Context: an optimization exercise on an open-source flow, tuned for small area, a short achievable clock period and few clock cycles per item. The choices shown serve that exercise and are no tape-out recipe.
RTL that was checked went through simulation tests only; none was proved equivalent to the original.
Power is estimated from default activity; no workload was simulated.

==> flow/design.v (excerpt) <==
module aligned_sum16 (
    input  wire        clk,
    input  wire        rst,           
    input  wire        in_valid,
    output wire        in_ready,
    input  wire [31:0] in_a,
    input  wire [31:0] in_b,
    output reg         out_valid,
    output reg  [31:0] out_result,
    output reg  [5:0]  out_flush,     
    output wire [4:0]  out_inf        
);
For scale: roughly 1100 flip-flops, ~110 I/O pins, about 0.048 sq mm of cells after synthesis.
clock: 14.0 ns
lec_check: 0
abc_area: 1
cap_margin: 20
core_margin: 2
core_utilization: 70
setup_slack_margin: 5
slew_margin: 20
standard.sh (not shown) runs the stock make flow with config.mk's settings and CLKGATE_MAP_FILE= SYNTH_SCRIPT=/design/flow/synth_recipe.tcl, a recipe that flattens the netlist after the stock synthesis.
==> flow/flow/run.sh <==
#!/bin/bash
# The standard layout (standard.sh: ORFS from synthesis to the final layout) with three
# changes to how the layout is made; the SDC, the clock period and the steps are the standard
# ones:
#  - the clock tree uses larger sink clusters and no dummy loads, which saves clock buffers;
#  - every input and output port still gets its own buffer, but a plain buf_1 instead of the
#    larger delay buffer ORFS picks by default (the repair may still resize it).
# ORFS writes each step's full log under orfs/logs/; make's own output goes to flow_standard.log.
set -euo pipefail
bash standard.sh \
  SETUP_SLACK_MARGIN=10 \
  "CTS_ARGS=-sink_clustering_enable -repair_clock_nets -dont_use_dummy_load -sink_clustering_size 25 -sink_clustering_max_diameter 80" \
  "BUFFER_PORTS_ARGS=-buffer_cell sky130_fd_sc_hd__buf_1" \
  finish > flow_standard.log 2>&1
Next try:
Settings changed: CORE_UTILIZATION 70 to 60.
The new run went through all stages and came out clean; setup slack is worse by 34 ps; total power barely changes; count of clock-buffer cells in the layout went up by 1; non-clock buffer count climbs by 11; core utilization shrinks by 11 points; worst hold slack is worse by 49 ps; first-iteration DRC count decreases by 13%; cell area rose by 0.65%; cell count climbs by 3.2%; wire length falls by 0.47%; via count decreases by 1.8%.
No run of this note included a check of the RTL's function; only the layout flow was run.

== main ==
Another version of the RTL of aligned_sum16 (not shown whole).
Size: about 110 I/O pins, about 53,000 um2 of cells after synthesis.
clock: 14.0 ns
lec_check: 0
abc_clock_period_in_ps: 3500
cap_margin: 20
core_margin: 2
core_utilization: 40
setup_slack_margin: 5
slew_margin: 20
run.sh (not shown) runs the stock make flow with config.mk's settings and CLKGATE_MAP_FILE= SYNTH_SCRIPT=/design/flow/synth_recipe.tcl, a recipe that flattens the netlist after the stock synthesis.
Stock flow here: none of the scripts above is used.
Here is what was changed in the inputs of the feature branch compared with main.
==> flow/flow/run.sh (new file) <==
#!/bin/bash
set -euo pipefail
bash standard.sh SETUP_SLACK_MARGIN=10 finish > flow_standard.log 2>&1
==> flow/standard.sh (new file) <==
#!/bin/bash
# synth_recipe.tcl (not shown) runs the flow's synth.tcl, then flattens the netlist and writes it again
# the make line also repeats each setting of config.mk as NAME=value (left out here)
make -C /OpenROAD-flow-scripts/flow DESIGN_CONFIG=/design/flow/config.mk WORK_HOME=/design/flow/orfs CLKGATE_MAP_FILE= SYNTH_SCRIPT=/design/flow/synth_recipe.tcl "${@:-finish}"
removed: flow/run.sh
Notes after the runs:
In the tables for main and the feature branch, final worst slack reads lower with main.
Against main, number of nets in the finished design in the feature branch rose by a few percent.
Compared main against the feature branch; post-place setup slack within noise.
Per the final summary, the feature branch finished and its layout is clean on timing, DRC and antenna.
No run of this note included a check of the RTL's function; only the layout flow was run.

Another version of the RTL of aligned_sum16 (not shown whole).
For scale: ~4900 cells after synthesis, ~1100 flip-flops, about 110 I/O pins.
export LEC_CHECK = 0
export ABC_AREA = 1
export CAP_MARGIN = 20
export CORE_MARGIN = 2
export CORE_UTILIZATION = 60
export SETUP_SLACK_MARGIN = 5
export SLEW_MARGIN = 20
create_clock -name core_clock -period 14.0 [get_ports {clk}]
standard.sh (not shown) runs the stock make flow with config.mk's settings and CLKGATE_MAP_FILE= SYNTH_SCRIPT=/design/flow/synth_recipe.tcl, a recipe that flattens the netlist after the stock synthesis.
==> flow/flow/run.sh <==
#!/bin/bash
# The standard layout (standard.sh: ORFS from synthesis to the final layout) with three
# changes to how the layout is made; the SDC, the clock period and the steps are the standard
# ones:
#  - the clock tree uses larger sink clusters and no dummy loads, which saves clock buffers;
#  - every input and output port still gets its own buffer, but a plain buf_1 instead of the
#    larger delay buffer ORFS picks by default (the repair may still resize it).
# ORFS writes each step's full log under orfs/logs/; make's own output goes to flow_standard.log.
set -euo pipefail
bash standard.sh \
  SETUP_SLACK_MARGIN=10 \
  "CTS_ARGS=-sink_clustering_enable -repair_clock_nets -dont_use_dummy_load -sink_clustering_size 30 -sink_clustering_max_diameter 80" \
  "BUFFER_PORTS_ARGS=-buffer_cell sky130_fd_sc_hd__buf_1" \
  finish > flow_standard.log 2>&1
Testbench counts at the start, summed over its fixed seeds: cycles 5,313, sums 320.
Rerun with:
--- a/flow/flow/run.sh
+++ b/flow/flow/run.sh
@@ -11,3 +11,3 @@
   SETUP_SLACK_MARGIN=10 \
-  "CTS_ARGS=-sink_clustering_enable -repair_clock_nets -dont_use_dummy_load -sink_clustering_size 30 -sink_clustering_max_diameter 80" \
+  "CTS_ARGS=-sink_clustering_enable -repair_clock_nets -dont_use_dummy_load -sink_clustering_size 25 -sink_clustering_max_diameter 80" \
   "BUFFER_PORTS_ARGS=-buffer_cell sky130_fd_sc_hd__buf_1" \
Effect: Synthesized area is unchanged; worst setup slack gains 0.0058 ns; cell area climbs by 0.35%; cell count is about the same; power climbs by 0.84%; sequential power barely changes; critical path depth is unchanged; combinational power stays flat.

==> what the ideal ports hide <==
The results above use ideal ports. As a check the final layouts listed here were re-extracted and re-timed, cells and wires unchanged.
Step 1: set_driving_cell puts a clkbuf_16 on clk and a buf_2 on each other input, an assumption about the parent block.
Step 2 adds t to the input delays and takes it off the output delays; t is the mean of the earliest and latest rising clock arrival at the registers after step 1. Input paths then give back, and output paths get back, about the clock's delay inside the block.
Three values: ideal ports, drivers, drivers and shift; two values: the first two.
run	t (ns)	setup WS [ns]	clock arrival spread, ns	worst data-port slew with drivers (ns)
the first run of note 1	0.680	10.023 / 9.957 / 10.011	0.087 / 0.087	0.05
the second run of note 1	0.694	9.989 / 9.988 / 9.989	0.109 / 0.109	0.05
main	0.778	8.737 / 8.737 / 8.737	0.067 / 0.067	0.09
the feature branch	0.784	9.890 / 9.828 / 9.535	0.057 / 0.057	0.05
the first run of note 3	0.691	10.043 / 9.976 / 10.066	0.085 / 0.084	0.05
the second run of note 3	0.697	10.049 / 9.983 / 10.065	0.112 / 0.112	0.06
After both steps every run listed still meets setup and hold. For the feature branch, which loses most, drivers alone change the setup slack by -0.062 ns; drivers and shift together by -0.355 ns.
